What follows belongs to an exercise in optimizing a design on an open flow for small area; a production flow would make more cautious choices.
The RTL was checked by simulation tests, not by an equivalence proof against the original design.

$ cat flow/constraint.sdc
create_clock -name core_clock -period 20.0 [get_ports {clk}]
set_input_delay 4.0000 -clock core_clock [delete_from_list [all_inputs] [get_ports {clk}]]
set_output_delay 4.0000 -clock core_clock [all_outputs]
set_load 0.01 [all_outputs]
$ cat flow/config.mk
export PLATFORM = sky130hd
export DESIGN_NAME = ecc_block
export DESIGN_NICKNAME = ecc_block
export VERILOG_FILES = /design/flow/design.v
export SDC_FILE = /design/flow/constraint.sdc
export NUM_CORES = 4
export LEC_CHECK = 0
export CAP_MARGIN = 20
export CORE_AREA = 5 5 555 555
export DIE_AREA = 0 0 560 560
export SLEW_MARGIN = 20
$ cat flow/design.v
module ecc_lane (
    input  wire [31:0] d,      
    input  wire [6:0]  c,      
    input  wire        v,      
    output wire [2:0]  cls,    
    output wire [31:0] data,   
    output wire [6:0]  chk,    
    output wire [6:0]  syn,    
    output wire        ce,     
    output wire        ue      
);
    wire [6:0] cb;
    wire x32 = d[17] ^ d[20];
    wire x33 = d[2] ^ d[16];
    wire x34 = d[6] ^ d[25];
    wire x35 = d[21] ^ d[27];
    wire x36 = d[8] ^ d[11];
    wire x37 = d[0] ^ d[5];
    wire x38 = d[7] ^ d[12];
    wire x39 = d[4] ^ x36;
    wire x40 = d[18] ^ d[30];
    wire x41 = d[28] ^ d[31];
    wire x42 = d[3] ^ x38;
    wire x43 = d[10] ^ d[26];
    wire x44 = d[15] ^ d[19];
    wire x45 = d[13] ^ d[14];
    wire x46 = d[1] ^ d[9];
    wire x47 = d[23] ^ d[24];
    wire x48 = d[29] ^ x40;
    wire x49 = d[22] ^ x33;
    wire x50 = x39 ^ x45;
    assign cb[0] = d[2] ^ d[6] ^ d[10] ^ x37 ^ x42 ^ x46 ^ x50;
    assign cb[1] = d[0] ^ d[1] ^ d[3] ^ d[4] ^ d[18] ^ d[21] ^ x32 ^ x44 ^ x47 ^ x49;
    assign cb[2] = d[7] ^ d[8] ^ d[15] ^ d[16] ^ d[17] ^ d[26] ^ d[27] ^ d[28] ^ x34 ^ x37 ^ x48;
    assign cb[3] = d[5] ^ d[11] ^ d[20] ^ d[25] ^ d[31] ^ x35 ^ x43 ^ x44 ^ x46;
    assign cb[4] = d[9] ^ d[12] ^ d[13] ^ d[19] ^ d[23] ^ d[29] ^ x34 ^ x41 ^ x49;
    assign cb[5] = d[14] ^ d[22] ^ d[24] ^ d[30] ^ x32 ^ x41 ^ x42 ^ x43;
    assign cb[6] = x35 ^ x47 ^ x48 ^ x50;
    wire [6:0] s = c ^ cb;
    assign syn = s;
    wire [1:0] wl = {1'b0, s[0]} + {1'b0, s[1]} + {1'b0, s[2]};
    wire [2:0] wh = {2'b0, s[3]} + {2'b0, s[4]} + {2'b0, s[5]} + {2'b0, s[6]};
    wire [2:0] w  = {1'b0, wl} + wh;
    wire s_zero  = (s == 7'h00);
    wire s_one   = (w == 3'd1);
    wire s_six   = (w == 3'd6);
    wire s_odd   = w[0];
    wire hit     = (w == 3'd3) && !(s[2:0] == 3'b000 && s[6]);
    wire corr    = s_zero || s_one || hit;
    wire c_ones  = &c;
    wire inv     = !v && c_ones && !s_odd;
    wire [6:0] sd = s ^ {7{inv}};
    wire [7:0]  lo;
    wire [15:0] hi;
    genvar i;
    generate
        for (i = 0; i < 8; i = i + 1) begin : g_lo
            assign lo[i] = (sd[2:0] == i);
        end
        for (i = 0; i < 16; i = i + 1) begin : g_hi
            assign hi[i] = (sd[6:3] == i);
        end
    endgenerate
    localparam [223:0] COLS = {
        7'h38, 7'h64, 7'h54, 7'h34, 7'h4C, 7'h2C, 7'h1C, 7'h62,
        7'h52, 7'h32, 7'h4A, 7'h2A, 7'h1A, 7'h46, 7'h26, 7'h16,
        7'h0E, 7'h61, 7'h51, 7'h31, 7'h49, 7'h29, 7'h19, 7'h45,
        7'h25, 7'h15, 7'h0D, 7'h43, 7'h23, 7'h13, 7'h0B, 7'h07};
    wire [31:0] flip;
    generate
        for (i = 0; i < 32; i = i + 1) begin : g_flip
            assign flip[i] = lo[COLS[7*i +: 3]] & hi[COLS[7*i+3 +: 4]];
        end
    endgenerate
    wire [31:0] u  = d ^ flip;
    wire        uz = (u == 32'h0);
    assign data = u & {32{corr}};
    assign chk  = (c & {7{hit}}) | (cb & {7{corr && !hit}});
    wire marker = uz && c_ones && (v || s_odd);      
    wire near   = !v && uz && ((c_ones && !s_odd) || s_six);   
    assign cls = corr ? (v ? (s_zero ? 3'd0 : hit ? 3'd1 : 3'd2) : 3'd3)
                      : (marker ? (v ? 3'd6 : 3'd4) : near ? 3'd5 : 3'd7);
    assign ce  = (corr && !(v && s_zero)) || near;
    assign ue  = !corr && !marker && !near;
endmodule
module ecc_block (
    input  wire           clk,
    input  wire           rst,          
    input  wire           in_valid,
    input  wire [511:0]   in_d,         
    input  wire [111:0]   in_c,         
    input  wire [15:0]    in_v,         
    output reg            out_valid,
    output wire [47:0]    out_cls,      
    output wire [511:0]   out_d,        
    output wire [111:0]   out_c,        
    output wire [111:0]   out_syn,      
    output wire [4:0]     out_ce_cnt,   
    output wire [4:0]     out_ue_cnt    
);
    localparam integer LANES = 16;
    reg [511:0]   s1_d;
    reg [111:0]   s1_c;
    reg [15:0]    s1_v;
    always @(posedge clk) begin
        if (rst)
            out_valid <= 1'b0;
        else
            out_valid <= in_valid;
        s1_d <= in_d;
        s1_c <= in_c;
        s1_v <= in_v;
    end
    wire [15:0] ce;
    wire [15:0] ue;
    genvar g;
    generate
        for (g = 0; g < LANES; g = g + 1) begin : lane
            ecc_lane u_lane (
                .d    (s1_d[32*g +: 32]),
                .c    (s1_c[7*g +: 7]),
                .v    (s1_v[g]),
                .cls  (out_cls[3*g +: 3]),
                .data (out_d[32*g +: 32]),
                .chk  (out_c[7*g +: 7]),
                .syn  (out_syn[7*g +: 7]),
                .ce   (ce[g]),
                .ue   (ue[g])
            );
        end
    endgenerate
    reg [4:0] ce_cnt;
    reg [4:0] ue_cnt;
    integer i;
    always @* begin
        ce_cnt = 5'd0;
        ue_cnt = 5'd0;
        for (i = 0; i < LANES; i = i + 1) begin
            ce_cnt = ce_cnt + {4'd0, ce[i]};
            ue_cnt = ue_cnt + {4'd0, ue[i]};
        end
    end
    assign out_ce_cnt = ce_cnt;
    assign out_ue_cnt = ue_cnt;
endmodule
$ cat flow/flow/run.sh
#!/bin/bash
# Own layout flow: the standard ORFS flow, with two changes.
#  1. Synthesis is the standard synthesis (synth_recipe.tcl) with a different
#     ABC mapping script (flow/abc.script, area-oriented &nf mapping); the
#     registers, their names and cells are the same.
#  2. Ports are buffered with sky130_fd_sc_hd__buf_1 instead of the cell
#     buffer_ports picks by default.
# Every step's full output goes to a log file in this folder.
set -euo pipefail
W=$PWD

# ORFS scripts with only the ABC script replaced, for synthesis.
rm -rf "$W/scripts_abc"
cp -r "$FLOW_HOME/scripts" "$W/scripts_abc"
cp "$W/flow/abc.script" "$W/scripts_abc/abc_speed.script"
cp "$W/flow/abc.script" "$W/scripts_abc/abc_area.script"

bash "$W/standard.sh" SCRIPTS_DIR="$W/scripts_abc" synth > "$W/synth.log" 2>&1

export BUFFER_PORTS_ARGS="-buffer_cell sky130_fd_sc_hd__buf_1"
bash "$W/standard.sh" > "$W/layout.log" 2>&1
$ cat flow/standard.sh
#!/bin/bash
# synth_recipe.tcl (not shown) runs the flow's synth.tcl, then flattens the netlist and writes it again
# the make line also repeats each setting of config.mk as NAME=value (left out here)
make -C /OpenROAD-flow-scripts/flow DESIGN_CONFIG=/design/flow/config.mk WORK_HOME=/design/flow/orfs CLKGATE_MAP_FILE= SYNTH_SCRIPT=/design/flow/synth_recipe.tcl "${@:-finish}"
$ cat flow/flow/abc.script
&get -n
&st
&dch
&nf -R 1000
&put
topo
dnsize -c
==> results.txt, run 1 <==
Hold path:
- Counting instances, the worst hold path has a depth of 1.
- The worst hold path belongs to the class input pin to register.

Clock network:
- Clock tree synthesis inserted a total of 86 buffers.
- The number of clock sinks is between 600 and 700.
- The longest clock path from root to sink contains 4 buffers.
- TritonCTS built the clock tree.
- The H-tree was split into 3 levels.
- The count of hold-fix buffers inserted at cts is 0.
- The number of buffers inserted by post-CTS setup repair is 0.
- After clock tree synthesis, the repair step resized 0 gates.
- Clock-pin slew was measured on the worst setup and hold paths at 70 ps.
- The cell sitting at the root of the clock tree is a clkbuf_16.

Synthesis:
- The count of unique library cells instantiated by Yosys is approximately 40.
- The average instance in the mapped netlist occupies 8.40 um2.
- The mapped netlist covers about 43,000 um2.
- In the post-synthesis netlist, the cell with the most instances is xnor2_1.
- For this run, the number of Yosys warnings is 1.
- For this run, the leading register cell type out of synthesis is dfxtp_1.
- The portion of synthesized cell area occupied by the leading cell type is ~30%.
- In the synthesized netlist, the number of instances is 5,106.
- The number of synthesized flops with an enable pin is 0.
- Summing the sequential cell areas from Yosys gives 29.9% of the chip area.
- The largest total area in the synthesized netlist belongs to dfxtp_1.
- Yosys attributes the largest share of cell area to dfxtp_1 (30%), xnor2_1 (25%), xor2_1 (14%).
- The number of nets produced by synthesis is 5,875.
- The async set or reset register ratio after synthesis is 0%.
- By count the netlist is led by xnor2_1 (1,242), nor2_1 (913), xor2_1 (667), dfxtp_1 (641), nand2_1 (471).
- The number of synthesized register bits is between 600 and 700.

Global routing:
- Global routing consumed, on the met1 layer, a little under a quarter of the routing resources.
- The global routing usage on met3 is under 10%.
- Summed over all layers, the global routing overflow is 0.
- The largest net degree at the start of global routing is 37.
- The busiest layer in global routing is met2.
- Global routing consumed, on the met2 layer, 30.0% of the routing resources.
- The first global-routing pass estimated 409,000 um of wire.
- The number of global-route vias before repair was 43,000.
- The number of antenna violations at the first check in global routing came to 94.
- Global routing used between 10% and 20% of the available tracks across all layers.

Critical path:
- The worst setup path is of the register to output port kind.
- Tracing the worst setup path back leads to its startpoint at s1_d[22].
- The most numerous cell type found on the critical path is fa_1.
- The highest fanout seen on the critical path is 11.
- The most critical setup path has its endpoint at out_ue_cnt[2].
- The critical-path cell with the highest stage delay is nor3_2.
- The data arrival time at the worst-slack endpoint is between 10,000 and 15,000 ps.
- STA classifies the critical path endpoint as an output port.
- STA puts the critical path data required time at roughly 16,000 ps.
- The startpoint type of the worst setup path is a register.
- The critical path's largest stage delay is between 800 and 900 ps.

Timing:
- The period utilization is about four fifths.
- Timing would allow up to around 63 MHz.
- Setup repair after global routing left no endpoint under its margin.
- The number of hold violations in the final report came to 0.
- The final worst-path setup slack is 4020 ps.
- The smallest hold slack is around 3300 ps.
- The total count of max-transition violations in the final report is 0.
- The post-route minimum period is 15,980 ps.
- The actual transition at the worst max-transition pin is between 1000 and 1500 ps.
- The worst slew slack as a fraction of its limit is 27.1%.
- The final number of setup-violating endpoints is 0.
- The post-route setup TNS is 0 ps.

Finish:
- Once layout is complete, the utilization of the core stands at between 10% and 20%.
- After the last flow step, the layout net total stands at 7,440.
- The number of fill cells in the layout is 34,500.
- The layout overhead on the synthesized area is 32.6%.
- The finished cells cover approximately 57,000 um2.
- The count of non-filler cells in the finished layout is about 11,000.
- Of the cells placed in the final design, the portion with a size suffix greater than 1 is under 10%.

Floorplanning:
- The total I/O pin count is between 1,000 and 1,500.
- After floorplanning, the core was sized to cover just over 300,000 um2.
- The die is 560 um tall.
- The count of standard-cell rows is 202.
- The effective utilization at floorplan is between 10% and 20%.
- The die width is between 500 and 600 um.
- The full die area is approximately 310,000 um2.

Routing:
- The routed length per placed instance is between 20 and 30 um.
- The final antenna-violating net count is 0.
- Detailed routing inserted a total of 44,200 vias.
- For this run, design rule violations remaining after detail routing come to 0.
- After detailed routing, the number of vias per cell comes to just over 4.
- The number of DRC violations after detailed-routing iteration 0 is roughly 4,600.
- Summed over all layers, the routed wires come to 315,000 um.
- The number of optimization iterations in the first detailed-route pass is 6.

Place:
- Including well taps, the total number of placed cells is around 11,000.
- Summed over all nets, the half-perimeter wirelength after detailed placement is between 200,000 and 300,000 um.
- At the end of routability-driven placement, the weighted congestion stood at ~1.1.
- The count of buffers added on input and output ports is 1,437.
- The placed instances occupy a cell area of roughly 54,000 um2.
- Timing analysis after detailed placement gives a worst setup slack of 4700 ps.

Outcome:
- The run finished with no timing, DRC or antenna violations.

Flow run:
- The max-capacitance violation count is 0.
## how the worst min path moves through the flow
stage,from,endpoint,slack (ps)
6_report,in_d[362],s1_d[362],3290
5_1_grt,in_d[165],s1_d[165],3220
4_1_cts,in_c[35],s1_c[35],3180
3_5_place_dp,in_c[2],s1_c[2],4090
3_3_place_gp,in_d[353],s1_d[353],4090
2_1_floorplan,in_c[0],s1_c[0],4030
## flip-flops by register name (all words and copies together) (netlist names)
register,flops
out_valid,1
s1_c,112
s1_d,512
s1_v,16
## metal layers
layer / share of wire (%) / wire (um)
met1: 41 / 128000
met2: 44 / 138000
met3: 11 / 33900
met4: 4.6 / 14400
met5: 0.052 / 165
## layout by cell type (no fill, tap or decap), types with 7 or more instances in the layout
master	n
nand4_1	160
buf_4	40
clkbuf_16	88
a21oi_1	25
bufinv_16	12
buf_1	1437
xor2_1	666
or3_1	37
nand3_1	80
nor3_1	137
and4_1	16
o21ai_0	92
and3_1	19
a31oi_1	7
nor3b_1	10
diode_2	68
clkinv_2	8
nor4_1	55
o21bai_1	10
o2111a_1	15
and2_0	21
xnor2_1	1242
nand2b_1	51
inv_6	10
nor2_1	902
nor2_2	8
a22o_1	58
clkbuf_8	12
a21o_1	11
nand2_1	471
dfxtp_1	641
ha_1	58
nor2b_1	26
fa_1	68
clkinv_1	164
clkinvlp_4	10
## worst max-delay path: cells and delay by family (launching register included)
kind	cells	cell delay (ps)
DFF	1	480
AOI/OAI and AO/OA	1	90
buffers and inverters	5	800
adders and majority gates	10	4420
xor gates and xnor gates	9	2690
and+or+nand+nor	9	2670
## cell families after synthesis
group	share of synthesized area, %
xor+xnor	39.0
fa+ha+maj	4.86
flops	29.9
simple gates	20.9
mux	0.0758
buf+inv	1.43
compound gates	3.83
## layout make-up
class | count | area [um2] | area share (%)
Sequential cell | 641 | 12800 | 22.6
Tap cell | 3978 | 4980 | 8.75
Clock inverter | 49 | 673 | 1.18
Inverter | 164 | 616 | 1.08
Antenna cell | 68 | 170 | 0.299
Timing Repair Buffer | 1477 | 5690 | 10.0
Clock buffer | 104 | 2380 | 4.19
Multi-Input combinational cell | 4301 | 29600 | 51.9
==> run 2, diff against run 1 <==
==> flow/run.sh (new file) <==
#!/bin/bash
# synth_recipe.tcl (not shown) runs the flow's synth.tcl, then flattens the netlist and writes it again
# the make line also repeats each setting of config.mk as NAME=value (left out here)
make -C /OpenROAD-flow-scripts/flow DESIGN_CONFIG=/design/flow/config.mk WORK_HOME=/design/flow/orfs CLKGATE_MAP_FILE= SYNTH_SCRIPT=/design/flow/synth_recipe.tcl finish
removed: flow/flow/run.sh
removed: flow/flow/abc.script
removed: flow/standard.sh
==> run 2 against run 1 <==
Largest cell class unchanged. Die area unchanged. Still clean on timing, DRC and antenna. Worst hold slack better by 360 ps. Sequential share of layout area down 5.9 points.
==> results.txt, run 2 <==
Timing:
- The period utilization came to 83.2% (+3.3 points).
- The total count of max-transition violations in the final report is 0 (unchanged).
- The number of hold violations in the final report was 0 (unchanged).
- Setup repair after global routing left no endpoint under its margin.
- The post-route minimum period was 16,650 ps (+668 ps).
- The worst slew slack as a fraction of its limit is 22.2% (-4.9 points).
- The post-route setup TNS came to 0 ps (unchanged).
- The final number of setup-violating endpoints is 0 (unchanged).
- The timing-limited maximum frequency is 60.1 MHz (-4.0%).
- The actual transition at the worst max-transition pin is 1140 ps (+52.5 ps).

Routing:
- The detailed-route vias per instance is 4.79 (+17%).
- The number of DRC violations after detailed-routing iteration 0 is 6,239 (+35%).
- The number of optimization iterations in the first detailed-route pass was 8 (+2).
- The sum of routed wire length over all layers came to 327,000 um (+4.0%).
- The total vias in the final route is 57,200 (+29%).
- The routed length per placed instance is 27.4 um (-6.1%).
- The final antenna-violating net count is 0 (unchanged).
- The final routed DRC violation total is 0 (unchanged).

Finish:
- The library cells used most frequently in the layout, excluding fill and tap cells, are clkdlybuf4s50_1 (1,437), nor2_1 (964), xnor2_1 (816).
- Leaving out fill and tap cells, the most frequent cell in the layout is clkdlybuf4s50_1.
- The flip-flop count of the largest register, all copies and words added is 512 (unchanged).
- The largest registers in the layout are s1_d x512, s1_c x112, s1_v x16.
- The largest register by flop count is s1_d.
- The proportion of layout cells with a drive suffix above 1 came to 4.83% (+1.7 points).
- The final instance area is 77,300 um2 (+36%).
- The number of nets in the layout is 8,634 (+16%).
- The layout overhead on the synthesized area is 38.2%.

Critical path:
- The highest fanout seen on the critical path came to 12 (+1).
- The critical path's largest stage delay was 710 ps (-140 ps).
- The sort of element at the end of the critical path is an output port.
- The data arrival time at the worst-slack endpoint is 12,650 ps (+670 ps).
- The type of the worst setup path is register to output port.
- The cell that appears most often on the critical path is fa_1.
- The startpoint type of the worst setup path is a register.
- The worst path required time is 16,000 ps (about the same).
- The critical-path cell with the highest stage delay is xor2_1.

Clock network:
- The total of cells resized after clock tree synthesis is 0 (unchanged).
- The count of hold-fix buffers inserted at cts is 0 (unchanged).
- The number of buffers inserted by post-CTS setup repair is 0 (unchanged).
- The number of buffers created by CTS is 89 (+3.5%).
- The root buffer selected by CTS is clkbuf_16.
- The maximum level of the CTS H-tree came to 3 (unchanged).
- The clock-pin slew on the worst setup and hold paths was 60 ps (about the same).
- The number of clock sinks is 641 (unchanged).
- The maximum buffer depth of the clock tree is 4 (unchanged).
- TritonCTS built the clock tree.

Synthesis:
- The mean instance size in the synthesized netlist is 8.34 um2 (-0.82%).
- The cell type with the largest total area after synthesis is dfxtp_1.
- The compound-cell area share of the yosys netlist came to 16.2% (+12 points).
- The fraction of the mapped netlist area in simple logic gates was 20.8% (-0.13 points).
- The number of warnings reported in the yosys synthesis log is 1 (unchanged).
- Yosys instantiated no cell more often than nor2_1.
- By area the synthesized netlist is led by dfxtp_1 (23%), xnor2_1 (13%), xnor3_1 (11%).
- The main flop type after synthesis is dfxtp_1.
- The number of synthesized register bits came to 641 (unchanged).
- The part of the Yosys area used for sequential elements is 23.0% (-6.9 points).
- By area, the combinational part of the netlist is dominated by XOR/XNOR gates.
- The number of nets produced by synthesis came to 7,476 (+27%).
- The async set or reset register ratio after synthesis was 0% (unchanged).
- Sorting the synthesized cells by how often they occur yields nor2_1 (975), xnor2_1 (816), dfxtp_1 (641), nand2_1 (468), clkbuf_1 (376).
- The adder and majority cell fraction of the synthesized area is 3.73% (-1.1 points).
- The portion of synthesized cell area occupied by the leading cell type came to 23.0% (-6.9 points).
- The number of synthesized flops with an enable pin was 0 (unchanged).
- The count of unique library cells instantiated by Yosys is 102 (+150%).
- The xor/xnor cell area share of the yosys netlist is 31.0% (-7.9 points).
- The multiplexer fraction of the synthesized cell area is 0.817% (+0.74 points).
- The post-synthesis instance total is 6,707 (+31%).
- The area of the mapped netlist is 55,900 um2 (+30%).

Global routing:
- The number of antenna violations at the first check in global routing is 58 (-38%).
- The final global-route overflow total was 0 (unchanged).
- The total track usage is 19.7% (+0.61 points).
- The global-route wire length before repair is 446,000 um (+9.1%).
- The largest net degree at the start of global routing is 39 (+5.4%).
- The number of global-route vias before repair came to 54,300 (+26%).

Place:
- The final weighted congestion in routability-driven placement is 1.00 (-5.1%).
- The post-placement cell area is 74,200 um2 (+38%).
- The total half-perimeter wirelength after legalization and detailed placement is 277,000 um (-2.1%).
- The number of buffer cells added on primary ports came to 1,437 (unchanged).

Floorplanning:
- The count of standard-cell rows is 202 (unchanged).
- The full die area was 314,000 um2 (unchanged).
- The effective utilization at floorplan is 18.5% (+4.3 points).
- The total I/O pin count is 1,438 (unchanged).
- The die height is 560 um (unchanged).
- The placeable core region was 302,000 um2 (unchanged).
- The die width came to 560 um (unchanged).

Hold path:
- The startpoint identified for the worst hold timing path is in_d[68].
- The cell depth of the worst hold path is 1 (unchanged).
- The path class of the tightest hold or removal check is input pin to register.
- The worst hold path terminates at s1_d[68].

Outcome:
- The flow ran to the end and the layout has no timing, DRC or antenna violations.

Flow run:
- The max-capacitance violation count is 0 (unchanged).
-- run 2: changes by cell type after synthesis, moves of 183 or more --
| cell | before | now |
|---|---|---|
| a21oi_1 | 25 | 216 |
| clkbuf_1 | 0 | 376 |
| inv_1 | 0 | 183 |
| xnor2_1 | 1242 | 816 |
| xnor3_1 | 0 | 277 |
| xor2_1 | 667 | 316 |
-- run 2: worst max path at each step --
stage | startpoint | end | slack, ps
floorplan | s1_d[503] | out_ce_cnt[4] | 6400
global placement | s1_d[34] | out_ue_cnt[4] | 4160
detailed placement | s1_d[54] | out_ue_cnt[4] | 4040
CTS | s1_d[54] | out_ue_cnt[4] | 3100
global route | s1_d[54] | out_ue_cnt[4] | 2520
finish | s1_d[406] | out_ce_cnt[4] | 3350
-- run 2: cell families after synthesis --
group / after synthesis
AO/OA/AOI/OAI: 1308
XOR/XNOR: 1465
adder cells (fa/ha/maj): 126
buffers and inverters: 658
flip-flops: 641
multiplexers: 43
AND/OR/NAND/NOR: 2466
-- run 2: per-layer routing --
| layer | vias to the layer above | global-route usage [%] | wire [um] |
|---|---|---|---|
| li1 | 25800 | - | - |
| met1 | 27700 | 24.7 | 132000 |
| met2 | 3166 | 32.1 | 150000 |
| met3 | 458 | 4.33 | 28700 |
| met4 | 20 | 9.05 | 17100 |
| met5 | - | 0 | 122 |
-- run 2: critical path: cells and delay by family, from the launching register on --
kind,cells,cell delay [ps]
AOI/OAI and AO/OA,4,1540
xor gates and xnor gates,5,2180
adders and majority gates,9,4020
buffers and inverters,6,1440
DFF,1,440
and+or+nand+nor,8,2220
-- run 2: layout make-up --
type / instances / area, um2
Fill cell: 32700 / 225000
Multi-Input combinational cell: 5408 / 40700
Timing Repair Buffer: 1514 / 15000
Sequential cell: 641 / 12800
Tap cell: 3978 / 4980
Clock buffer: 110 / 2440
Inverter: 211 / 792
Clock inverter: 47 / 503
Antenna cell: 39 / 97.6
-- run 2: per-stage QoR --
step	hold WS (ps)	worst slack [ps]	cells	util (%)
after CTS	3530	3100	11900	25.6
after global placement	4450	4160	11800	24.6
after global routing	3580	2520	11900	25.6
after floorplan	4030	6400	6707	-
final	3650	3350	11900	25.6
after detailed placement	4450	4040	11800	24.6
==> run 3, diff against run 2 <==
--- a/flow/design.v
+++ b/flow/design.v
@@ -39,15 +39,8 @@
     wire [6:0] s = c ^ cb;
     assign syn = s;
-    wire [1:0] wl = {1'b0, s[0]} + {1'b0, s[1]} + {1'b0, s[2]};
-    wire [2:0] wh = {2'b0, s[3]} + {2'b0, s[4]} + {2'b0, s[5]} + {2'b0, s[6]};
-    wire [2:0] w  = {1'b0, wl} + wh;
-    wire s_zero  = (s == 7'h00);
-    wire s_one   = (w == 3'd1);
-    wire s_six   = (w == 3'd6);
-    wire s_odd   = w[0];
-    wire hit     = (w == 3'd3) && !(s[2:0] == 3'b000 && s[6]);
-    wire corr    = s_zero || s_one || hit;
-    wire c_ones  = &c;
-    wire inv     = !v && c_ones && !s_odd;
+    wire s_zero = (s == 7'h00);
+    wire s_ones = (s == 7'h7F);
+    wire s_odd  = ^s;
+    wire inv    = !v && !s_odd;
     wire [6:0] sd = s ^ {7{inv}};
     wire [7:0]  lo;
@@ -62,4 +55,13 @@
         end
     endgenerate
+    wire lo_w1  = lo[1] | lo[2] | lo[4];
+    wire lo_w2  = lo[3] | lo[5] | lo[6];
+    wire hi_w1  = hi[1] | hi[2] | hi[4] | hi[8];
+    wire hi_w2  = hi[3] | hi[5] | hi[6] | hi[9] | hi[10] | hi[12];
+    wire sd_one = (lo_w1 & hi[0]) | (lo[0] & hi_w1);
+    wire sd_col = (lo_w1 & hi_w2) | (lo_w2 & hi_w1) | (lo[0] & hi[7]) | (lo[7] & hi[0]);
+    wire s_one  = sd_one && !inv;
+    wire hit    = sd_col && !inv;
+    wire corr   = s_zero || s_one || hit;
     localparam [223:0] COLS = {
         7'h38, 7'h64, 7'h54, 7'h34, 7'h4C, 7'h2C, 7'h1C, 7'h62,
@@ -77,6 +79,6 @@
     assign data = u & {32{corr}};
     assign chk  = (c & {7{hit}}) | (cb & {7{corr && !hit}});
-    wire marker = uz && c_ones && (v || s_odd);      
-    wire near   = !v && uz && ((c_ones && !s_odd) || s_six);   
+    wire marker = uz && s_ones;
+    wire near   = inv && uz && (sd_one || sd_col);
     assign cls = corr ? (v ? (s_zero ? 3'd0 : hit ? 3'd1 : 3'd2) : 3'd3)
                       : (marker ? (v ? 3'd6 : 3'd4) : near ? 3'd5 : 3'd7);
==> flow/flow/run.sh (new file) <==
#!/bin/bash
# Own layout flow: the standard ORFS flow (standard.sh), with these changes.
#  1. Synthesis is the standard synthesis (synth_recipe.tcl, ORFS synth.tcl)
#     run with a copy of the ORFS scripts in which the ABC mapping script is
#     flow/abc.script (area-oriented &nf mapping) and extract_fa extracts
#     full adders only. Registers, their names and cells are unchanged.
#  2. Ports are buffered with sky130_fd_sc_hd__buf_1.
#  3. CTS uses the buffers in CTS_BUF from flow/cts_bufs and no dummy loads.
# Every step's full output goes to a log file in this folder.
set -euo pipefail
W=$PWD

rm -rf "$W/scripts_syn"
cp -r "$FLOW_HOME/scripts" "$W/scripts_syn"
cp "$W/flow/abc.script" "$W/scripts_syn/abc_speed.script"
cp "$W/flow/abc.script" "$W/scripts_syn/abc_area.script"
sed -i 's/^  extract_fa {\*}\[dont_use_extract_fa_args\]$/  extract_fa -fa/' "$W/scripts_syn/synth.tcl"
grep -q '^  extract_fa -fa$' "$W/scripts_syn/synth.tcl"

bash "$W/standard.sh" SCRIPTS_DIR="$W/scripts_syn" synth > "$W/synth.log" 2>&1

export BUFFER_PORTS_ARGS="-buffer_cell sky130_fd_sc_hd__buf_1"
export CTS_ARGS="-sink_clustering_enable -repair_clock_nets -dont_use_dummy_load $(cat "$W/flow/cts_args")"
bash "$W/standard.sh" > "$W/layout.log" 2>&1
==> flow/flow/abc.script (new file) <==
&get -n
&st
&dch
&nf -R 1000
&put
topo
dnsize -c
==> flow/flow/cts_args (new file) <==
-buf_list {sky130_fd_sc_hd__clkbuf_4 sky130_fd_sc_hd__clkbuf_8}
==> flow/standard.sh (new file) <==
#!/bin/bash
# synth_recipe.tcl (not shown) runs the flow's synth.tcl, then flattens the netlist and writes it again
# the make line also repeats each setting of config.mk as NAME=value (left out here)
make -C /OpenROAD-flow-scripts/flow DESIGN_CONFIG=/design/flow/config.mk WORK_HOME=/design/flow/orfs CLKGATE_MAP_FILE= SYNTH_SCRIPT=/design/flow/synth_recipe.tcl "${@:-finish}"
--- a/flow/config.mk
+++ b/flow/config.mk
@@ -7,5 +7,5 @@
 export LEC_CHECK = 0
 export CAP_MARGIN = 20
-export CORE_AREA = 5 5 555 555
-export DIE_AREA = 0 0 560 560
+export CORE_AREA = 5 5 445 445
+export DIE_AREA = 0 0 450 450
 export SLEW_MARGIN = 20
removed: flow/run.sh
==> run 3 against run 2 <==
Critical endpoint is now out_ue_cnt[2]. Critical path depth rose by 2. Critical path type unchanged. Highest routed layer unchanged. Utilization rose by 1.7 points. Setup slack improved by 1700 ps. Sequential cell count did not move.
==> results.txt, run 3 <==
Routing:
- The final routed DRC violation total came to 0 (unchanged).
- The number of DRC violations after detailed-routing iteration 0 came to 3,997 (-36%).
- The sum of routed wire length over all layers was 266,000 um (-19%).
- The total vias in the final route is 43,900 (-23%).
- The detailed-route vias per instance is 4.71 (-1.6%).
- The final antenna-violating net count was 0 (unchanged).
- The number of optimization iterations in the first detailed-route pass is 7 (-1).
- The routed length per placed instance is 28.6 um (+4.4%).

Global routing:
- The final global-route overflow total came to 0 (unchanged).
- The number of global-route vias before repair came to 43,600 (-20%).
- The number of antenna violations at the first check in global routing came to 66 (+14%).
- The total track usage is 24.9% (+5.2 points).
- The largest net degree at the start of global routing is 38 (-2.6%).
- The global-route wire length before repair is 358,000 um (-20%).

Synthesis:
- The compound-cell area share of the yosys netlist was 3.94% (-12 points).
- The cell type with the largest total area after synthesis is xnor2_1.
- The number of nets produced by synthesis is 5,824 (-22%).
- The number of synthesized register bits came to 641 (unchanged).
- The count of unique library cells instantiated by Yosys is 47 (-54%).
- The combinational family with the most area after synthesis is XOR/XNOR gates.
- The commonest cells after synthesis are xnor2_1 (1,495), nor2_1 (1,103), dfxtp_1 (641), xor2_1 (481), nand2_1 (443).
- The post-synthesis instance total is 5,161 (-23%).
- The mean instance size in the synthesized netlist is 8.14 um2 (-2.3%).
- The fraction of the mapped netlist area in simple logic gates is 22.3% (+1.5 points).
- The async set or reset register ratio after synthesis is 0% (unchanged).
- The portion of synthesized cell area occupied by the leading cell type was 31.2% (+8.2 points).
- The main flop type after synthesis is dfxtp_1.
- The xor/xnor cell area share of the yosys netlist was 41.2% (+10 points).
- The number of synthesized flops with an enable pin came to 0 (unchanged).
- Sorting the synthesized cells by area gives the leading types as xnor2_1 (31%), dfxtp_1 (31%), xor2_1 (10%).
- The area of the mapped netlist is 42,000 um2 (-25%).
- The part of the Yosys area used for sequential elements is 30.5% (+7.6 points).
- The adder and majority cell fraction of the synthesized area is 0.953% (-2.8 points).
- The multiplexer fraction of the synthesized cell area came to 0.149% (-0.67 points).
- The number of warnings reported in the yosys synthesis log is 1 (unchanged).
- The most frequent cell after synthesis is xnor2_1.

Clock network:
- The number of buffers created by CTS is 118 (+33%).
- The count of hold-fix buffers inserted at cts is 0 (unchanged).
- CTS placed an instance of clkbuf_8 at the clock tree root.
- The number of clock sinks is 641 (unchanged).
- The total of cells resized after clock tree synthesis is 0 (unchanged).
- The clock tree from TritonCTS is built.
- The number of buffers inserted by post-CTS setup repair is 0 (unchanged).
- The maximum buffer depth of the clock tree is 3 (-1).
- The maximum level of the CTS H-tree is 3 (unchanged).
- The clock-pin slew on the worst setup and hold paths came to 60 ps (about the same).

Place:
- The number of buffer cells added on primary ports was 1,437 (unchanged).
- The final weighted congestion in routability-driven placement is 1.10 (+9.6%).
- The total half-perimeter wirelength after legalization and detailed placement is 237,000 um (-14%).

Critical path:
- The data arrival time at the worst-slack endpoint came to 10,900 ps (-1750 ps).
- The worst setup path is launched from a register.
- The start point of the critical path is s1_d[437].
- The dominant delay contributor by cell family on the critical path is adder cells.
- The highest fanout seen on the critical path was 37 (+25).
- The sort of element at the end of the critical path is an output port.
- The critical path's largest stage delay is 660 ps (-50 ps).
- In this design, the critical path's most frequently occurring cell is xnor2_1.
- The number of buffer and inverter stages on the critical path is 5 (-1).
- The critical-path cell with the highest stage delay is fa_1.
- The worst setup path is of the register to output port kind.
- The instance count on the critical path came to 34 (+6.3%).
- The worst path required time is 16,000 ps (about the same).

Timing:
- Setup repair after global routing left no endpoint under its margin.
- The post-route minimum period is 14,900 ps (-1750 ps).
- The period utilization is 74.5% (-8.7 points).
- The total count of max-transition violations in the final report is 0 (unchanged).
- The final number of setup-violating endpoints was 0 (unchanged).
- The timing-limited maximum frequency is 67.1 MHz (+12%).
- The actual transition at the worst max-transition pin is 1110 ps (-32.3 ps).
- The post-route setup TNS was 0 ps (unchanged).
- The number of hold violations in the final report was 0 (unchanged).
- The worst slew slack as a fraction of its limit was 26.0% (+3.8 points).

Floorplanning:
- The effective utilization at floorplan is 21.8% (+3.3 points).
- The die height was 450 um (-20%).
- The placeable core region is 193,000 um2 (-36%).
- The die width is 450 um (-20%).
- The total I/O pin count was 1,438 (unchanged).
- The count of standard-cell rows is 161 (-20%).
- The full die area is 203,000 um2 (-35%).

Flow run:
- The max-capacitance violation count is 0 (unchanged).

Hold path:
- The path type of the worst min-delay path is input pin to register.
- The cell depth of the worst hold path came to 1 (unchanged).
- The startpoint identified for the worst hold timing path is in_d[327].

Finish:
- The number of fill cells in the layout is 21,400 (-35%).
- The share of the core filled with cells in the final layout is 27.3% (+1.7 points).
- The largest register by flop count is s1_d.
- The flip-flop count of the largest register, all copies and words added was 512 (unchanged).
- The leading cell type in the layout, fill and taps excluded is xnor2_1.
- The layout overhead on the synthesized area is 25.1%.
- The area of all sequential standard cells was 12,800 um2 (unchanged).
- The number of nets in the layout was 7,407 (-14%).
- The library cells used most frequently in the layout, excluding fill and tap cells, are xnor2_1 (1,495), buf_1 (1,437), nor2_1 (1,094).
- In the final layout, the registers with the most flip-flops are s1_d x512, s1_c x112, s1_v x16.
- The proportion of layout cells with a drive suffix above 1 is 2.48% (-2.4 points).
- The multi-input gate area in the final layout came to 28,900 um2 (-29%).

Outcome:
- The flow ran to the end and the layout has no timing, DRC or antenna violations.
[run 3: cell count changes in the layout (fill, tap and decap cells not counted), moves of 111 or more]
cell,before,now
a21oi_1,215,41
xor2_1,316,481
o22ai_1,118,6
nor3_1,224,56
inv_1,183,0
xnor3_1,277,1
clkdlybuf4s50_1,1437,0
buf_1,0,1437
nor2_1,964,1094
xnor2_1,816,1495
o21ai_0,246,135
[run 3: logic make-up (layout without fill, tap and decap cells)]
family	Yosys count	count (layout)
buffers and inverters	94	1675
XOR/XNOR	1977	1977
multiplexers	6	6
adder cells (fa/ha/maj)	20	20
flip-flops	641	641
other	0	37
AO/OA/AOI/OAI	277	277
AND/OR/NAND/NOR	2146	2146
[run 3: per-stage QoR]
| stage | worst slack (ps) | hold slack (ps) | std cells | area, um2 |
|---|---|---|---|---|
| 2_1_floorplan | 6350 | 4030 | 5161 | 42000 |
| 3_3_place_gp | 5470 | 4090 | 9148 | 50800 |
| 3_5_place_dp | 5780 | 4090 | 9149 | 50800 |
| 4_1_cts | 4730 | 3070 | 9267 | 52500 |
| 5_1_grt | 4140 | 3090 | 9299 | 52600 |
| 6_report | 5100 | 3200 | 9305 | 52600 |
[run 3: cell type report]
type	count	share of cell area [%]
multi-input combinational	4426	55.0
sequential	641	24.4
timing repair buffer	1463	10.7
tap	2526	6.01
clock buffer	118	3.09
inverter	94	0.671
antenna	37	0.176
[run 3: final timing paths]
check	end	slack (ps)
max	out_ue_cnt[2]	5100
min	s1_d[327]	3200
[run 3: layer usage]
layer	vias up	global-route usage (%)	part of all wire (%)
met5	-	0	0.091
met2	2244	40.9	46
met3	561	6.87	8.0
met1	21200	29.0	39
li1	19800	-	-
met4	38	14.8	7.0
==> run 4, diff against run 3 <==
--- a/flow/config.mk
+++ b/flow/config.mk
@@ -7,5 +7,5 @@
 export LEC_CHECK = 0
 export CAP_MARGIN = 20
-export CORE_AREA = 5 5 445 445
-export DIE_AREA = 0 0 450 450
+export CORE_AREA = 5 5 395 395
+export DIE_AREA = 0 0 400 400
 export SLEW_MARGIN = 20
==> run 4 against run 3 <==
Worst hold slack better by 10 ps. Critical path depth is 3 lower. Still clean. Clock-buffer cell count is 4 lower.
==> results.txt, run 4 <==
Outcome:
- The flow ran to the end and the layout has no timing, DRC or antenna violations.

Finish:
- The share of the core filled with cells in the final layout came to 34.3% (+7.0 points).
- Leaving out fill and tap cells, the most frequent cells in the layout are xnor2_1 (1,495), buf_1 (1,437), nor2_1 (1,093).
- The number of fill cells in the layout is 16,500 (-23%).
- The largest register by flop count is s1_d.
- The proportion of layout cells with a drive suffix above 1 is 2.53% (+0.057 points).
- The final instance area is 52,000 um2 (-1.2%).
- The largest registers in the layout are s1_d x512, s1_c x112, s1_v x16.
- The leading cell type in the layout, fill and taps excluded is xnor2_1.
- The area growth from synthesis to layout is 23.6%.
- The number of nets in the layout is 7,412 (+0.068%).
- The flip-flop count of the largest register, all copies and words added came to 512 (unchanged).

Routing:
- The number of DRC violations after detailed-routing iteration 0 is 4,661 (+17%).
- The met3 wire length is 29,100 um (+37%).
- The routed length per placed instance is 29.2 um (+2.2%).
- The post-route met1 wirelength is 95,200 um (-7.9%).
- The uppermost layer routed is met5.
- The wire length on met2 was 116,000 um (-5.3%).
- The final antenna-violating net count is 0 (unchanged).
- The detailed-route vias per instance is 4.99 (+5.8%).
- The total vias in the final route is 44,000 (+0.31%).
- The final routed DRC violation total is 0 (unchanged).
- The sum of routed wire length over all layers was 258,000 um (-3.1%).
- The number of optimization iterations in the first detailed-route pass is 6 (-1).

Timing:
- Setup repair after global routing left no endpoint under its margin.
- The total count of max-transition violations in the final report is 0 (unchanged).
- The final number of setup-violating endpoints came to 0 (unchanged).
- The worst slew slack as a fraction of its limit is 18.3% (-7.8 points).
- The post-route setup TNS is 0 ps (unchanged).
- The timing-limited maximum frequency is 66.8 MHz (-0.48%).
- The actual transition at the worst max-transition pin is 1210 ps (+108 ps).
- The period utilization is 74.9% (+0.36 points).
- The smallest hold slack is 3210 ps (+10.4 ps).
- The number of hold violations in the final report is 0 (unchanged).
- The post-route minimum period is 14,970 ps (+71.3 ps).

Critical path:
- The data arrival time at the worst-slack endpoint is 10,970 ps (+70 ps).
- The critical path's largest stage delay is 760 ps (+100 ps).
- Tracing the worst setup path back leads to its startpoint at s1_d[245].
- The most numerous cell on the critical path is xnor2_1.
- The worst path required time is 16,000 ps (about the same).
- The sort of element at the end of the critical path is an output port.
- The most critical setup path has its endpoint at out_ce_cnt[2].
- The highest fanout seen on the critical path is 37 (unchanged).
- The critical-path cell with the highest stage delay is nor2_1.
- The worst setup path is launched from a register.
- The worst setup path is of the register to output port kind.

Synthesis:
- The area of the mapped netlist is 42,000 um2 (unchanged).
- The number of warnings reported in the yosys synthesis log came to 1 (unchanged).
- The part of the Yosys area used for sequential elements is 30.5% (unchanged).
- The most frequent cell after synthesis is xnor2_1.
- The mean instance size in the synthesized netlist came to 8.14 um2 (unchanged).
- The number of synthesized flops with an enable pin came to 0 (unchanged).
- The number of nets produced by synthesis came to 5,824 (unchanged).
- The post-synthesis instance total is 5,161 (unchanged).
- The portion of synthesized cell area occupied by the leading cell type is 31.2% (unchanged).
- The commonest cells after synthesis are xnor2_1 (1,495), nor2_1 (1,103), dfxtp_1 (641), xor2_1 (481), nand2_1 (443).
- The cell type with the largest total area after synthesis is xnor2_1.
- The async set or reset register ratio after synthesis is 0% (unchanged).
- Yosys attributes the largest share of cell area to xnor2_1 (31%), dfxtp_1 (31%), xor2_1 (10%).
- The number of synthesized register bits is 641 (unchanged).
- The count of unique library cells instantiated by Yosys was 47 (unchanged).
- Among all flip-flop cells after synthesis, the most frequent one is dfxtp_1.

Global routing:
- The number of global-route vias before repair was 43,200 (-0.91%).
- The final global-route overflow total was 0 (unchanged).
- The largest net degree at the start of global routing is 39 (+2.6%).
- The number of antenna violations at the first check in global routing is 58 (-12%).
- The global-route wire length before repair came to 341,000 um (-4.7%).
- The total track usage is 30.4% (+5.5 points).

Clock network:
- The maximum level of the CTS H-tree is 3 (unchanged).
- The number of clock sinks was 641 (unchanged).
- The count of hold-fix buffers inserted at cts is 0 (unchanged).
- The clock tree from TritonCTS is built.
- The clock-pin slew on the worst setup and hold paths came to 60 ps (about the same).
- The maximum buffer depth of the clock tree is 3 (unchanged).
- The number of buffers inserted by post-CTS setup repair is 0 (unchanged).
- The number of buffers created by CTS is 114 (-3.4%).
- The root buffer selected by CTS is clkbuf_8.
- The total of cells resized after clock tree synthesis is 0 (unchanged).

Floorplanning:
- The effective utilization at floorplan was 27.7% (+5.9 points).
- The count of standard-cell rows is 143 (-11%).
- The die width is 400 um (-11%).
- The total I/O pin count is 1,438 (unchanged).
- The die height is 400 um (-11%).
- The placeable core region was 152,000 um2 (-21%).
- The full die area is 160,000 um2 (-21%).

Place:
- The number of buffer cells added on primary ports came to 1,437 (unchanged).
- The post-placement cell area is 50,300 um2 (-1.1%).
- The total half-perimeter wirelength after legalization and detailed placement came to 226,000 um (-4.5%).
- The final weighted congestion in routability-driven placement was 1.06 (-3.7%).

Flow run:
- The max-capacitance violation count came to 0 (unchanged).

Hold path:
- The path type of the worst min-delay path is input pin to register.
==> run 4: cell counts after synthesis <==
No cell type changed its count.
==> run 4: through the flow <==
stage                     cells  setup WS [ps]
final                      8818           5030
after global routing       8796           4510
after CTS                  8776           4730
after detailed placement   8662           5700
after global placement     8661           5550
after floorplan            5161           6350
==> run 4: worst min-delay path by stage <==
stage	startpoint	cells after the start	to
after floorplan	in_c[0]	0	s1_c[0]
after global placement	in_d[164]	1	s1_d[164]
after detailed placement	in_d[118]	1	s1_d[118]
after CTS	in_d[203]	1	s1_d[203]
after global routing	in_c[82]	1	s1_c[82]
final	in_d[203]	1	s1_d[203]
==> run 4: kinds of logic after synthesis <==
| kind of cell | count (synthesis) | share of synthesized area [%] |
|---|---|---|
| AOI/OAI and AO/OA | 277 | 3.94 |
| xor gates and xnor gates | 1977 | 41.2 |
| adders and majority gates | 20 | 0.953 |
| buffers and inverters | 94 | 0.840 |
| DFF | 641 | 30.5 |
| muxes | 6 | 0.149 |
| and+or+nand+nor | 2146 | 22.3 |
==> run 4: area by class of cell <==
| class | instances | area (um2) | share of cell area, % |
|---|---|---|---|
| multi-input cells | 4426 | 28900 | 55.6 |
| flip-flops and latches | 641 | 12800 | 24.7 |
| repair buffers | 1472 | 5660 | 10.9 |
| well taps | 2030 | 2540 | 4.89 |
| clock buffers | 114 | 1570 | 3.02 |
| inverters | 94 | 353 | 0.679 |
| diodes | 41 | 103 | 0.197 |
==> run 4: routing by layer <==
layer  up-vias  global-route usage [%]
li1      19800                       -
met1     21100                    34.7
met2      2448                    48.9
met3       605                    11.5
met4        38                    16.8
met5         -                       0
==> run 4: critical path, delay by kind of cell, from the launching register on <==
family	cells	cell delay (ps)
XOR/XNOR	11	3030
AND/OR/NAND/NOR	10	3060
buffers and inverters	3	620
AO/OA/AOI/OAI	2	230
flip-flops	1	480
adder cells (fa/ha/maj)	5	2690
==> run 5, diff against run 4 <==
==> flow/flow/cts_args (replaced) <==
-buf_list {sky130_fd_sc_hd__clkbuf_16} -sink_clustering_size 30 -sink_clustering_max_diameter 60
==> run 5 against run 4 <==
Die area did not move. Critical endpoint unchanged. Critical path type unchanged. Routed wire length is 0.28% lower. Highest routed layer unchanged. Largest cell class unchanged. First-iteration DRC count down 7.4%. Via count decreased by 0.52%. Setup slack gained 180 ps.
==> results.txt, run 5 <==
Floorplanning:
- The total I/O pin count is 1,438 (unchanged).
- The count of standard-cell rows is 143 (unchanged).
- The die height is 400 um (unchanged).
- The effective utilization at floorplan is 27.7% (unchanged).
- The die width is 400 um (unchanged).
- The placeable core region was 152,000 um2 (unchanged).
- The full die area is 160,000 um2 (unchanged).

Global routing:
- The number of global-route vias before repair is 42,800 (-0.86%).
- The largest net degree at the start of global routing is 39 (unchanged).
- The global-route wire length before repair is 340,000 um (-0.27%).
- The number of antenna violations at the first check in global routing is 62 (+6.9%).
- The final global-route overflow total came to 0 (unchanged).
- The total track usage is 30.3% (-0.082 points).

Finish:
- The flip-flop count of the largest register, all copies and words added is 512 (unchanged).
- The final instance area is 52,300 um2 (+0.59%).
- The number of nets in the layout is 7,374 (-0.51%).
- The share of the core filled with cells in the final layout is 34.5% (+0.20 points).
- The proportion of layout cells with a drive suffix above 1 came to 1.98% (-0.55 points).
- In the final layout, the registers with the most flip-flops are s1_d x512, s1_c x112, s1_v x16.
- Counting flops per register, the top entry is s1_d.
- The number of fill cells in the layout is 16,500 (-0.22%).
- The area of all sequential standard cells is 12,800 um2 (unchanged).
- The leading cell type in the layout, fill and taps excluded is xnor2_1.
- The multi-input gate area in the final layout is 28,900 um2 (unchanged).
- The library cells used most frequently in the layout, excluding fill and tap cells, are xnor2_1 (1,495), buf_1 (1,437), nor2_1 (1,093).
- The layout overhead on the synthesized area is 24.4%.

Timing:
- The post-route minimum period is 14,790 ps (-178 ps).
- The total count of max-transition violations in the final report is 0 (unchanged).
- The final worst-path setup slack is 5210 ps (+178 ps).
- The final number of setup-violating endpoints is 0 (unchanged).
- The actual transition at the worst max-transition pin is 1170 ps (-40.3 ps).
- The period utilization is 74.0% (-0.89 points).
- The worst slew slack as a fraction of its limit is 21.0% (+2.7 points).
- The timing-limited maximum frequency is 67.6 MHz (+1.2%).
- Setup repair after global routing left no endpoint under its margin.
- The number of hold violations in the final report is 0 (unchanged).
- The post-route setup TNS was 0 ps (unchanged).

Clock network:
- The maximum level of the CTS H-tree is 3 (unchanged).
- Clock tree synthesis selected as its root buffer the cell clkbuf_16.
- The number of buffers inserted by post-CTS setup repair is 0 (unchanged).
- The clock-pin slew on the worst setup and hold paths is 70 ps (about the same).
- The clock tree from TritonCTS is built.
- The number of clock sinks was 641 (unchanged).
- The maximum buffer depth of the clock tree is 3 (unchanged).
- The count of hold-fix buffers inserted at cts is 0 (unchanged).
- The number of buffers created by CTS is 76 (-33%).
- The total of cells resized after clock tree synthesis is 0 (unchanged).

Synthesis:
- The cell type with the largest total area after synthesis is xnor2_1.
- The count of unique library cells instantiated by Yosys is 47 (unchanged).
- The async set or reset register ratio after synthesis is 0% (unchanged).
- The mean instance size in the synthesized netlist is 8.14 um2 (unchanged).
- Counting instances in the post-synthesis netlist gives the leading cell types as xnor2_1 (1,495), nor2_1 (1,103), dfxtp_1 (641), xor2_1 (481), nand2_1 (443).
- The portion of synthesized cell area occupied by the leading cell type came to 31.2% (unchanged).
- The number of warnings reported in the yosys synthesis log is 1 (unchanged).
- The number of nets produced by synthesis is 5,824 (unchanged).
- The main flop type after synthesis is dfxtp_1.
- The number of synthesized flops with an enable pin was 0 (unchanged).
- The most frequent cell after synthesis is xnor2_1.
- Yosys attributes the largest share of cell area to xnor2_1 (31%), dfxtp_1 (31%), xor2_1 (10%).
- The post-synthesis instance total was 5,161 (unchanged).
- The part of the Yosys area used for sequential elements came to 30.5% (unchanged).
- The number of synthesized register bits is 641 (unchanged).
- The area of the mapped netlist is 42,000 um2 (unchanged).

Hold path:
- The path type of the worst min-delay path is input pin to register.

Routing:
- The detailed-route vias per instance was 4.99 (about the same).
- The number of DRC violations after detailed-routing iteration 0 is 4,316 (-7.4%).
- The final routed DRC violation total was 0 (unchanged).
- The sum of routed wire length over all layers was 257,000 um (-0.28%).
- The routed length per placed instance came to 29.3 um (+0.26%).
- The number of optimization iterations in the first detailed-route pass is 6 (unchanged).
- The total vias in the final route is 43,800 (-0.52%).
- The final antenna-violating net count was 0 (unchanged).

Flow run:
- The max-capacitance violation count was 0 (unchanged).

Place:
- The number of buffer cells added on primary ports is 1,437 (unchanged).
- The final weighted congestion in routability-driven placement is 1.06 (unchanged).
- The post-placement cell area was 50,300 um2 (unchanged).
- The total half-perimeter wirelength after legalization and detailed placement is 226,000 um (unchanged).
- The worst slack at placement is 5700 ps (unchanged).

Critical path:
- The critical path's largest stage delay came to 730 ps (-30 ps).
- The most numerous cell on the critical path is xnor2_1.
- The slowest stage of the critical path is the nor2_1 cell.
- The worst path required time is 16,000 ps (about the same).
- The data arrival time at the worst-slack endpoint is 10,790 ps (-180 ps).
- The sort of element at the end of the critical path is an output port.
- The type of the worst setup path is register to output port.
- The worst setup path is launched from a register.
- The highest fanout seen on the critical path came to 37 (unchanged).

Outcome:
- The run finished with no timing, DRC or antenna violations.
## run 5: cell counts after synthesis
Identical to the previous run, type by type.
## run 5: kinds of logic after synthesis
logic type / synth area share (%)
XOR/XNOR: 41.2
buffers and inverters: 0.840
adder cells (fa/ha/maj): 0.953
AO/OA/AOI/OAI: 3.94
AND/OR/NAND/NOR: 22.3
flip-flops: 30.5
multiplexers: 0.149
## run 5: final timing paths
path	from	to	cells past startpoint
min	in_c[2]	s1_c[2]	1
max	s1_d[228]	out_ce_cnt[2]	31
## run 5: worst max-delay path, delay by kind of cell, from the launching register on
| kind | cells | cell delay, ps |
|---|---|---|
| AND/OR/NAND/NOR | 10 | 3020 |
| buffers and inverters | 3 | 630 |
| flip-flops | 1 | 430 |
| adder cells (fa/ha/maj) | 5 | 2690 |
| XOR/XNOR | 11 | 3090 |
| AO/OA/AOI/OAI | 2 | 230 |
## run 5: layout make-up
class                           count  share of cell area (%)
Timing Repair Buffer             1472                    10.8
Sequential cell                   641                    24.6
Multi-Input combinational cell   4426                    55.3
Tap cell                         2030                    4.86
Antenna cell                       31                   0.148
Inverter                           94                   0.675
Clock buffer                       76                    3.64
## run 5: through the flow
step	instances	hold slack, ps
2_1_floorplan	5161	4030
3_5_place_dp	8662	4090
3_3_place_gp	8661	4090
6_report	8770	3380
5_1_grt	8756	3330
4_1_cts	8738	3310
## run 5: routing by layer
layer / global-route usage (%) / vias to the layer above / part of all wire, %
li1: - / 19800 / -
met3: 12.2 / 595 / 11
met1: 34.1 / 21000 / 37
met2: 48.8 / 2360 / 45
met5: 0.308 / - / 0.13
met4: 16.7 / 46 / 6.5
==> run 6, diff against run 5 <==
==> flow/flow/cts_args (replaced) <==
-buf_list {sky130_fd_sc_hd__clkbuf_8} -sink_clustering_size 18 -sink_clustering_max_diameter 50
==> run 6 against run 5 <==
Still clean. Die area did not move. Area after synthesis unchanged. Clock-buffer cell count is 13 higher. Sequential share of layout area is 0.32 points higher. Critical path type unchanged. Largest cell class unchanged. Highest routed layer unchanged.
==> results.txt, run 6 <==
Timing:
- Setup repair after global routing left no endpoint under its margin.
- The period utilization is 74.8% (+0.79 points).
- The final worst-path setup slack is 5050 ps (-158 ps).
- The number of hold violations in the final report came to 0 (unchanged).
- The total count of max-transition violations in the final report is 0 (unchanged).
- The post-route minimum period came to 14,950 ps (+158 ps).
- The post-route setup TNS was 0 ps (unchanged).
- The worst slew slack as a fraction of its limit was 26.8% (+5.8 points).
- The timing-limited maximum frequency is 66.9 MHz (-1.1%).
- The actual transition at the worst max-transition pin is 1090 ps (-78.7 ps).
- The final number of setup-violating endpoints was 0 (unchanged).

Critical path:
- The worst setup path is launched from a register.
- The number of buffer and inverter stages on the critical path is 3 (unchanged).
- The dominant delay contributor by cell family on the critical path is XOR/XNOR gates.
- The data arrival time at the worst-slack endpoint is 10,950 ps (+160 ps).
- The most numerous cell type found on the critical path is xnor2_1.
- The highest fanout seen on the critical path is 37 (unchanged).
- The critical path's largest stage delay is 750 ps (+20 ps).
- The worst path required time is 16,000 ps (about the same).
- The sort of element at the end of the critical path is an output port.
- The type of the worst setup path is register to output port.
- The critical-path cell with the highest stage delay is nor2_1.

Floorplanning:
- The die height is 400 um (unchanged).
- The count of standard-cell rows is 143 (unchanged).
- The effective utilization at floorplan is 27.7% (unchanged).
- The full die area is 160,000 um2 (unchanged).
- The placeable core region is 152,000 um2 (unchanged).
- The total I/O pin count was 1,438 (unchanged).
- The die width is 400 um (unchanged).

Clock network:
- TritonCTS built the clock tree.
- The maximum buffer depth of the clock tree is 3 (unchanged).
- The total of cells resized after clock tree synthesis is 0 (unchanged).
- The number of clock sinks is 641 (unchanged).
- The maximum level of the CTS H-tree is 3 (unchanged).
- The root buffer cell chosen for the clock tree is clkbuf_8.
- The number of buffers inserted by post-CTS setup repair is 0 (unchanged).
- The count of hold-fix buffers inserted at cts was 0 (unchanged).
- The number of buffers created by CTS is 89 (+17%).
- The clock-pin slew on the worst setup and hold paths came to 100 ps (+30 ps).

Synthesis:
- The number of synthesized flops with an enable pin is 0 (unchanged).
- The post-synthesis instance total is 5,161 (unchanged).
- The async set or reset register ratio after synthesis is 0% (unchanged).
- The number of synthesized register bits is 641 (unchanged).
- The area of the mapped netlist is 42,000 um2 (unchanged).
- The cell type with the largest total area after synthesis is xnor2_1.
- The number of warnings reported in the yosys synthesis log is 1 (unchanged).
- xnor2_1 is the most common cell in the netlist.
- Ranked by total cell area, the synthesized netlist is headed by xnor2_1 (31%), dfxtp_1 (31%), xor2_1 (10%).
- The main flop type after synthesis is dfxtp_1.
- The part of the Yosys area used for sequential elements is 30.5% (unchanged).
- The number of nets produced by synthesis is 5,824 (unchanged).
- The mean instance size in the synthesized netlist is 8.14 um2 (unchanged).
- The portion of synthesized cell area occupied by the leading cell type is 31.2% (unchanged).
- By count the netlist is led by xnor2_1 (1,495), nor2_1 (1,103), dfxtp_1 (641), xor2_1 (481), nand2_1 (443).
- The count of unique library cells instantiated by Yosys is 47 (unchanged).

Routing:
- The total vias in the final route is 43,900 (+0.20%).
- The final antenna-violating net count is 0 (unchanged).
- The number of DRC violations after detailed-routing iteration 0 is 4,636 (+7.4%).
- The final routed DRC violation total is 0 (unchanged).
- The routed length per placed instance is 29.3 um (-0.12%).
- The number of optimization iterations in the first detailed-route pass is 9 (+3).
- The sum of routed wire length over all layers is 257,000 um (about the same).
- The detailed-route vias per instance is 4.99 (about the same).

Global routing:
- The number of global-route vias before repair is 43,000 (+0.48%).
- The global-route wire length before repair is 340,000 um (about the same).
- The final global-route overflow total is 0 (unchanged).
- The total track usage was 30.3% (about the same).
- The number of antenna violations at the first check in global routing is 61 (-1.6%).
- The largest net degree at the start of global routing is 39 (unchanged).

Hold path:
- The worst hold path begins at in_d[165].
- The end point of the worst hold path is s1_d[165].
- The cell depth of the worst hold path is 1 (unchanged).
- The path type of the worst min-delay path is input pin to register.

Finish:
- In the layout the commonest cells are xnor2_1 (1,495), buf_1 (1,437), nor2_1 (1,093).
- Counting flops per register, the top entry is s1_d.
- The layout overhead on the synthesized area is 22.8%.
- In the final layout, the registers with the most flip-flops are s1_d x512, s1_c x112, s1_v x16.
- The number of fill cells in the layout is 16,600 (+0.66%).
- The flip-flop count of the largest register, all copies and words added is 512 (unchanged).
- The proportion of layout cells with a drive suffix above 1 was 2.17% (+0.19 points).
- The number of nets in the layout is 7,387 (+0.18%).
- The final instance area is 51,600 um2 (-1.3%).
- The library cell used most frequently in the layout, excluding fill and tap cells, is xnor2_1.

Outcome:
- The run finished with no timing, DRC or antenna violations.

Place:
- The post-placement cell area is 50,300 um2 (unchanged).
- The final weighted congestion in routability-driven placement was 1.06 (unchanged).
- The worst slack at placement came to 5700 ps (unchanged).
- The total half-perimeter wirelength after legalization and detailed placement is 226,000 um (unchanged).
- The number of buffer cells added on primary ports was 1,437 (unchanged).

Flow run:
- The max-capacitance violation count is 0 (unchanged).
[run 6: cell count changes in the layout (fill, tap and decap cells not counted), sizes merged]
cell,change
clkbuf,+13
diode,+2
[run 6: final cells by class]
class | count | area, um2 | share of cell area (%)
Antenna cell | 33 | 82.6 | 0.160
Clock buffer | 89 | 1220 | 2.37
Inverter | 94 | 353 | 0.684
Multi-Input combinational cell | 4426 | 28900 | 56.0
Sequential cell | 641 | 12800 | 24.9
Tap cell | 2030 | 2540 | 4.92
Timing Repair Buffer | 1472 | 5660 | 11.0
[run 6: metal layers]
layer / wire [um] / global-route usage (%)
met4: 16500 / 16.5
met1: 95600 / 34.6
met5: 374 / 0.216
met2: 117000 / 49.0
met3: 27900 / 11.3
[run 6: stage by stage]
step	hold WS, ps	utilization [%]	instances
after floorplan	4030	-	5161
after global placement	4090	33.2	8661
after detailed placement	4090	33.2	8662
after CTS	3140	34.0	8751
after global routing	3140	34.0	8766
final	3240	34.0	8785
[run 6: worst max path at each step]
stage                    from       endpoint  slack, ps  cells past startpoint
finish              s1_d[228]  out_ce_cnt[2]       5050                     31
detailed placement  s1_d[502]  out_ce_cnt[2]       5700                     31
global placement    s1_d[502]  out_ce_cnt[2]       5550                     31
CTS                 s1_d[502]  out_ce_cnt[2]       4760                     31
global route        s1_d[300]  out_ce_cnt[2]       4490                     30
floorplan            s1_d[35]  out_ce_cnt[4]       6350                     28
[run 6: cells by family after synthesis]
group | count (synthesis) | share of synthesized area [%]
AOI/OAI and AO/OA | 277 | 3.94
DFF | 641 | 30.5
and+or+nand+nor | 2146 | 22.3
buffers and inverters | 94 | 0.840
muxes | 6 | 0.149
xor gates and xnor gates | 1977 | 41.2
adders and majority gates | 20 | 0.953

port drivers added, routing unchanged:
No port has a modelled driver above. Below, the same layouts with a new extraction and two added sets of constraints.
Step 1 assumes that a clkbuf_16 drives the clock port and a buf_2 every other input.
Step 2 adds t to the input delays and takes it off the output delays; t is the mean of the earliest and latest rising clock arrival at the registers after step 1. Input paths then give back, and output paths get back, about the clock's delay inside the block.
a / b / c = ideal / step 1 / step 2; a / b = the first two.
| run | t (ns) | setup slack, ns | pins driven straight from the clock port |
|---|---|---|---|
| run 1 | 0.863 | 4.021 / 3.920 / 4.783 | 1 |
| run 2 | 0.871 | 3.353 / 3.255 / 4.126 | 1 |
| run 3 | 0.916 | 5.101 / 5.014 / 5.931 | 1 |
| run 4 | 0.913 | 5.030 / 4.951 / 5.865 | 1 |
| run 5 | 0.734 | 5.207 / 5.125 / 5.859 | 1 |
| run 6 | 0.849 | 5.049 / 4.971 / 5.820 | 1 |
After both steps setup and hold are still met in every run listed.
